From an optimization exercise on the open Yosys and OpenROAD flow, aimed at small area; shortcuts taken in it are not production practice. In this exercise RTL edits were held to simulation tests only and were not proved equivalent to the original. No driver is modelled on the clock port, so clocking that relies on it looks cheaper here than on a real chip. Power figures rest on the tool's default switching activity, not on a simulated workload.

## run A
Design noryr_rx, start of the top module:
module noryr_rx (
    input  wire        clk,
    input  wire        rst,             
    input  wire        in_valid,
    input  wire [9:0]  in_cg,           
    output reg         os_valid,
    output wire [7:0]  os_type,
    output wire [7:0]  os_arg0,
    output wire [7:0]  os_arg1,
    output reg         fr_word_valid,
    output wire [31:0] fr_word,
    output wire [6:0]  fr_word_num,
    output reg         fr_done,
    output wire [1:0]  fr_status,       
    output reg  [15:0] cnt_code,
    output reg  [15:0] cnt_ok,
    output reg  [15:0] cnt_bad,
    output reg  [15:0] cnt_drop
);
export LEC_CHECK = 0
export CAP_MARGIN = 20
export CORE_MARGIN = 2
export CORE_UTILIZATION = 70
export SLEW_MARGIN = 20
export SYNTH_MEMORY_MAX_BITS = 32768
create_clock -name core_clock -period 10.0 [get_ports {clk}]
standard.sh (not shown) runs the stock make flow with config.mk's settings and CLKGATE_MAP_FILE= SYNTH_SCRIPT=/design/flow/synth_recipe.tcl, a recipe that flattens the netlist after the stock synthesis.
==> flow/flow/run.sh <==
#!/bin/bash
# Own layout flow: the standard synthesis, then its combinational logic
# re-mapped for area by ABC (flip-flops, their instance names and cell types
# kept; the smallest of a few ABC scripts is taken), then the standard ORFS
# steps with buf_1 port buffers, small clock buffers (the ones whose flip-flops see a slow clock edge
# upsized after CTS) and no CTS dummy loads.
# Each tool's output goes to a log file of its own in this folder.
set -euo pipefail
HERE=$(pwd)
R=$HERE/orfs/results/$FLOW_PLATFORM/noryr_rx/base
LIB=$FLOW_HOME/platforms/$FLOW_PLATFORM/lib/sky130_fd_sc_hd__tt_025C_1v80.lib

# 1. standard synthesis (unchanged)
bash standard.sh synth > log_1_standard_synth.txt 2>&1
cp $R/1_2_yosys.v $HERE/synth_standard.v

# 2. re-map the combinational logic for area: several ABC scripts and
#    seeds, four at a time
i=0
for s in flow/abc_*.abc; do
  n=$(basename $s .abc)
  sed -e "s|@LIB@|$LIB|g" -e "s|@IN@|$HERE/synth_standard.v|g" \
      -e "s|@OUT@|$HERE/synth_$n.v|g" -e "s|@ABC@|$HERE/$s|g" \
      flow/reopt.ys > reopt_$n.ys
  (yosys -l log_2_reopt_$n.txt -q reopt_$n.ys > /dev/null 2>&1 || true) &
  i=$((i + 1))
  if (( i % 4 == 0 )); then wait; fi
done
wait
best=""; bestA=""
for s in flow/abc_*.abc; do
  n=$(basename $s .abc)
  if [[ -s synth_$n.v ]] && grep -q "Found and reported 0 problems" log_2_reopt_$n.txt; then
    A=$(grep "Chip area" log_2_reopt_$n.txt | tail -1 | awk '{print $NF}')
    echo "$n $A" >> reopt_areas.txt
    if [[ -z "$best" ]] || awk "BEGIN{exit !($A < $bestA)}"; then best=$n; bestA=$A; fi
  fi
done
echo "best $best $bestA" >> reopt_areas.txt
if [[ -n "$best" ]]; then
  sleep 1
  cp synth_$best.v $R/1_2_yosys.v
  touch $R/1_2_yosys.v
fi

# 3. the rest of the standard flow
bash standard.sh \
    "BUFFER_PORTS_ARGS=-buffer_cell sky130_fd_sc_hd__buf_1" \
    "POST_CTS_TCL=$HERE/flow/post_cts.tcl" \
    "CTS_ARGS=-sink_clustering_enable -repair_clock_nets -dont_use_dummy_load -buf_list sky130_fd_sc_hd__clkbuf_4" \
    finish > log_3_standard_finish.txt 2>&1
==> flow/flow/abc_p1.abc <==
&get -n
&st
&syn2
&dch
&nf -a -R 1000
&st
&deepsyn -T 120 -S 1
&dch -f
&nf -a -R 1000
&put
==> flow/flow/abc_p4.abc <==
&get -n
&st
&syn2
&dch
&nf -a -R 1000
&st
&deepsyn -T 120 -S 4
&dch -f
&nf -a -R 1000
&put
==> flow/flow/abc_p5.abc <==
&get -n
&st
&syn2
&dch
&nf -a -R 1000
&st
&deepsyn -T 120 -S 5
&dch -f
&nf -a -R 1000
&put
==> flow/flow/abc_p6.abc <==
&get -n
&st
&syn2
&dch
&nf -a -R 1000
&st
&deepsyn -T 120 -S 6
&dch -f
&nf -a -R 1000
&put
==> flow/flow/abc_q2.abc <==
&get -n
&st
&deepsyn -T 120 -S 2
&dch -f
&nf -a -R 1000
&st
&dch -f
&nf -a -R 1000
&st
&dch -f
&nf -a -R 1000
&put
==> flow/flow/abc_q3.abc <==
&get -n
&st
&deepsyn -T 120 -S 3
&dch -f
&nf -a -R 1000
&st
&dch -f
&nf -a -R 1000
&st
&dch -f
&nf -a -R 1000
&put
==> flow/flow/abc_q7.abc <==
&get -n
&st
&deepsyn -T 120 -S 7
&dch -f
&nf -a -R 1000
&st
&dch -f
&nf -a -R 1000
&st
&dch -f
&nf -a -R 1000
&put
==> flow/flow/abc_q8.abc <==
&get -n
&st
&deepsyn -T 120 -S 8
&dch -f
&nf -a -R 1000
&st
&dch -f
&nf -a -R 1000
&st
&dch -f
&nf -a -R 1000
&put
==> flow/flow/post_cts.tcl <==
# Upsize clock buffers whose flip-flop clock pins see a slow slew.
estimate_parasitics -placement
set big [[ord::get_db] findMaster sky130_fd_sc_hd__clkbuf_8]
set n 0
foreach inst [[ord::get_db_block] getInsts] {
  if {[[$inst getMaster] getName] ne "sky130_fd_sc_hd__clkbuf_4"} { continue }
  set worst 0
  set onet [[$inst findITerm X] getNet]
  if {$onet eq "NULL"} { continue }
  foreach it [$onet getITerms] {
    if {[$it isInputSignal] || [[$it getMTerm] getName] eq "CLK"} {
      set p [get_pins [$it getName]]
      set s [get_property $p slew_max]
      if {$s > $worst} { set worst $s }
    }
  }
  if {$worst > 0.100} { $inst swapMaster $big; incr n }
}
puts "post_cts: upsized $n clock buffers"
detailed_placement
estimate_parasitics -placement
Other scripts of this flow, unchanged in this note and not shown: flow/flow/reopt.ys
Run A has completed all stages; timing, DRC and antenna checks passed.
Input-level comparison between run B and run A:
diff --git a/flow/flow/run.sh b/flow/flow/run.sh
--- a/flow/flow/run.sh
+++ b/flow/flow/run.sh
@@ -4,4 +4,3 @@
 # kept; the smallest of a few ABC scripts is taken), then the standard ORFS
-# steps with buf_1 port buffers, small clock buffers (the ones whose flip-flops see a slow clock edge
-# upsized after CTS) and no CTS dummy loads.
+# steps with buf_1 port buffers, small clock buffers and no CTS dummy loads.
 # Each tool's output goes to a log file of its own in this folder.
@@ -16,5 +15,3 @@
 
-# 2. re-map the combinational logic for area: several ABC scripts and
-#    seeds, four at a time
-i=0
+# 2. re-map the combinational logic for area, several ABC scripts in parallel
 for s in flow/abc_*.abc; do
@@ -25,4 +22,2 @@
   (yosys -l log_2_reopt_$n.txt -q reopt_$n.ys > /dev/null 2>&1 || true) &
-  i=$((i + 1))
-  if (( i % 4 == 0 )); then wait; fi
 done
@@ -48,4 +43,3 @@
     "BUFFER_PORTS_ARGS=-buffer_cell sky130_fd_sc_hd__buf_1" \
-    "POST_CTS_TCL=$HERE/flow/post_cts.tcl" \
-    "CTS_ARGS=-sink_clustering_enable -repair_clock_nets -dont_use_dummy_load -buf_list sky130_fd_sc_hd__clkbuf_4" \
+    "CTS_ARGS=-sink_clustering_enable -repair_clock_nets -dont_use_dummy_load -buf_list sky130_fd_sc_hd__clkbuf_8" \
     finish > log_3_standard_finish.txt 2>&1
==> flow/flow/abc_a.abc (new file) <==
&get -n
&st
&syn2
&dch
&nf -a -R 1000
&st
&syn2
&dch
&nf -a -R 1000
&st
&syn2
&dch
&nf -a -R 1000
&st
&syn2
&dch
&nf -a -R 1000
&put
==> flow/flow/abc_b.abc (new file) <==
&get -n
&st
&syn2
&dch
&nf -a -R 1000
&st
&deepsyn -T 60
&dch -f
&nf -a -R 1000
&put
==> flow/flow/abc_c.abc (new file) <==
&get -n
&st
&deepsyn -T 60
&dch -f
&nf -a -R 1000
&st
&dch -f
&nf -a -R 1000
&st
&dch -f
&nf -a -R 1000
&put
diff --git a/flow/config.mk b/flow/config.mk
--- a/flow/config.mk
+++ b/flow/config.mk
@@ -9,3 +9,3 @@
 export CORE_MARGIN = 2
-export CORE_UTILIZATION = 70
+export CORE_UTILIZATION = 40
 export SLEW_MARGIN = 20
removed: flow/flow/abc_p1.abc
removed: flow/flow/abc_p4.abc
removed: flow/flow/abc_p5.abc
removed: flow/flow/abc_p6.abc
removed: flow/flow/abc_q2.abc
removed: flow/flow/abc_q3.abc
removed: flow/flow/abc_q7.abc
removed: flow/flow/abc_q8.abc
removed: flow/flow/post_cts.tcl
==> run summary <==
- Looking at the reports, run A completed the entire flow and the layout it produced met the timing, DRC and antenna checks.
- Both conditions hold for run B: the flow ran to the end and the final layout passed the timing, DRC and antenna checks.
- Run A -> run B: clock-buffer cell count delta 0, exact match
- Compared with run A, run B shows critical path depth lower by 8.0%.
- Sequential share of cell area: run B vs run A down 1.2 points
- In the metrics for run A and run B, the one carrying the higher post-route met1 wirelength is run B.
[inputs] run C vs run B
diff --git a/flow/flow/run.sh b/flow/flow/run.sh
--- a/flow/flow/run.sh
+++ b/flow/flow/run.sh
@@ -4,3 +4,4 @@
 # kept; the smallest of a few ABC scripts is taken), then the standard ORFS
-# steps with buf_1 port buffers, small clock buffers and no CTS dummy loads.
+# steps with buf_1 port buffers, small clock buffers (the ones whose flip-flops see a slow clock edge
+# upsized after CTS) and no CTS dummy loads.
 # Each tool's output goes to a log file of its own in this folder.
@@ -43,3 +44,4 @@
     "BUFFER_PORTS_ARGS=-buffer_cell sky130_fd_sc_hd__buf_1" \
-    "CTS_ARGS=-sink_clustering_enable -repair_clock_nets -dont_use_dummy_load -buf_list sky130_fd_sc_hd__clkbuf_8" \
+    "POST_CTS_TCL=$HERE/flow/post_cts.tcl" \
+    "CTS_ARGS=-sink_clustering_enable -repair_clock_nets -dont_use_dummy_load -buf_list sky130_fd_sc_hd__clkbuf_4" \
     finish > log_3_standard_finish.txt 2>&1
==> flow/flow/abc_b.abc <==
&get -n
&st
&syn2
&dch
&nf -a -R 1000
&st
&deepsyn -T 120 -S 1
&dch -f
&nf -a -R 1000
&put
==> flow/flow/abc_c.abc <==
&get -n
&st
&deepsyn -T 120 -S 2
&dch -f
&nf -a -R 1000
&st
&dch -f
&nf -a -R 1000
&st
&dch -f
&nf -a -R 1000
&put
==> flow/flow/abc_d.abc (new file) <==
&get -n
&st
&deepsyn -T 120 -S 3
&dch -f
&nf -a -R 1000
&st
&dch -f
&nf -a -R 1000
&st
&dch -f
&nf -a -R 1000
&put
==> flow/flow/abc_e.abc (new file) <==
&get -n
&st
&syn2
&dch
&nf -a -R 1000
&st
&deepsyn -T 120 -S 4
&dch -f
&nf -a -R 1000
&put
==> flow/flow/post_cts.tcl (new file) <==
# Upsize clock buffers whose flip-flop clock pins see a slow slew.
estimate_parasitics -placement
set big [[ord::get_db] findMaster sky130_fd_sc_hd__clkbuf_8]
set n 0
foreach inst [[ord::get_db_block] getInsts] {
  if {[[$inst getMaster] getName] ne "sky130_fd_sc_hd__clkbuf_4"} { continue }
  set worst 0
  set onet [[$inst findITerm X] getNet]
  if {$onet eq "NULL"} { continue }
  foreach it [$onet getITerms] {
    if {[$it isInputSignal] || [[$it getMTerm] getName] eq "CLK"} {
      set p [get_pins [$it getName]]
      set s [get_property $p slew_max]
      if {$s > $worst} { set worst $s }
    }
  }
  if {$worst > 0.100} { $inst swapMaster $big; incr n }
}
puts "post_cts: upsized $n clock buffers"
detailed_placement
estimate_parasitics -placement
diff --git a/flow/config.mk b/flow/config.mk
--- a/flow/config.mk
+++ b/flow/config.mk
@@ -9,3 +9,3 @@
 export CORE_MARGIN = 2
-export CORE_UTILIZATION = 40
+export CORE_UTILIZATION = 70
 export SLEW_MARGIN = 20
removed: flow/flow/abc_a.abc
==> comparison <==
- Non-clock buffer count of run C falls short of that of run B slightly.
- Changes observed in run C relative to run B: power share of the sequential group saw an increase; routed wire length +about 2.2%.
For run D, these inputs were changed with respect to run C:
diff --git a/flow/flow/run.sh b/flow/flow/run.sh
--- a/flow/flow/run.sh
+++ b/flow/flow/run.sh
@@ -4,4 +4,3 @@
 # kept; the smallest of a few ABC scripts is taken), then the standard ORFS
-# steps with buf_1 port buffers, small clock buffers (the ones whose flip-flops see a slow clock edge
-# upsized after CTS) and no CTS dummy loads.
+# steps with buf_1 port buffers, small clock buffers and no CTS dummy loads.
 # Each tool's output goes to a log file of its own in this folder.
@@ -44,4 +43,3 @@
     "BUFFER_PORTS_ARGS=-buffer_cell sky130_fd_sc_hd__buf_1" \
-    "POST_CTS_TCL=$HERE/flow/post_cts.tcl" \
-    "CTS_ARGS=-sink_clustering_enable -repair_clock_nets -dont_use_dummy_load -buf_list sky130_fd_sc_hd__clkbuf_4" \
+    "CTS_ARGS=-sink_clustering_enable -repair_clock_nets -dont_use_dummy_load -buf_list sky130_fd_sc_hd__clkbuf_8" \
     finish > log_3_standard_finish.txt 2>&1
diff --git a/flow/config.mk b/flow/config.mk
--- a/flow/config.mk
+++ b/flow/config.mk
@@ -9,3 +9,3 @@
 export CORE_MARGIN = 2
-export CORE_UTILIZATION = 70
+export CORE_UTILIZATION = 40
 export SLEW_MARGIN = 20
removed: flow/flow/post_cts.tcl
- Run C → run D: maximum frequency climbed 15%; clock-pin slew on the worst setup and hold paths barely changed; final cell count climbed 77.
- The run with more routed wire is run C, not run D.

separate check: timing with driven ports:
How much do the figures lean on ideal ports? The routed layouts below were timed once more, with nothing changed but the port constraints. Step 1, drivers: a clkbuf_16 drives clk and a buf_2 each remaining input, both assumed. Step 2 adds t to the input delays and takes it off the output delays; t is the mean of the earliest and latest rising clock arrival at the registers after step 1. Input paths then give back, and output paths get back, about the clock's delay inside the block. Three values: ideal, step 1, step 2; two values: the first two.
run	t (ns)	slack for setup (ns)	hold WS [ns]	worst setup path after step 2	cell pins on the clock port's net
run A	0.482	2.185 / 2.194 / 1.712	0.419 / 0.419 / 0.419	input to register	1
run B	0.491	2.173 / 2.191 / 1.700	0.382 / 0.382 / 0.382	input to register	1
run C	0.482	2.057 / 2.070 / 1.588	0.421 / 0.421 / 0.421	input to register	1
run D	0.476	3.087 / 3.100 / 2.624	0.409 / 0.409 / 0.409	input to register	1
After both steps setup and hold are still met in every run listed.
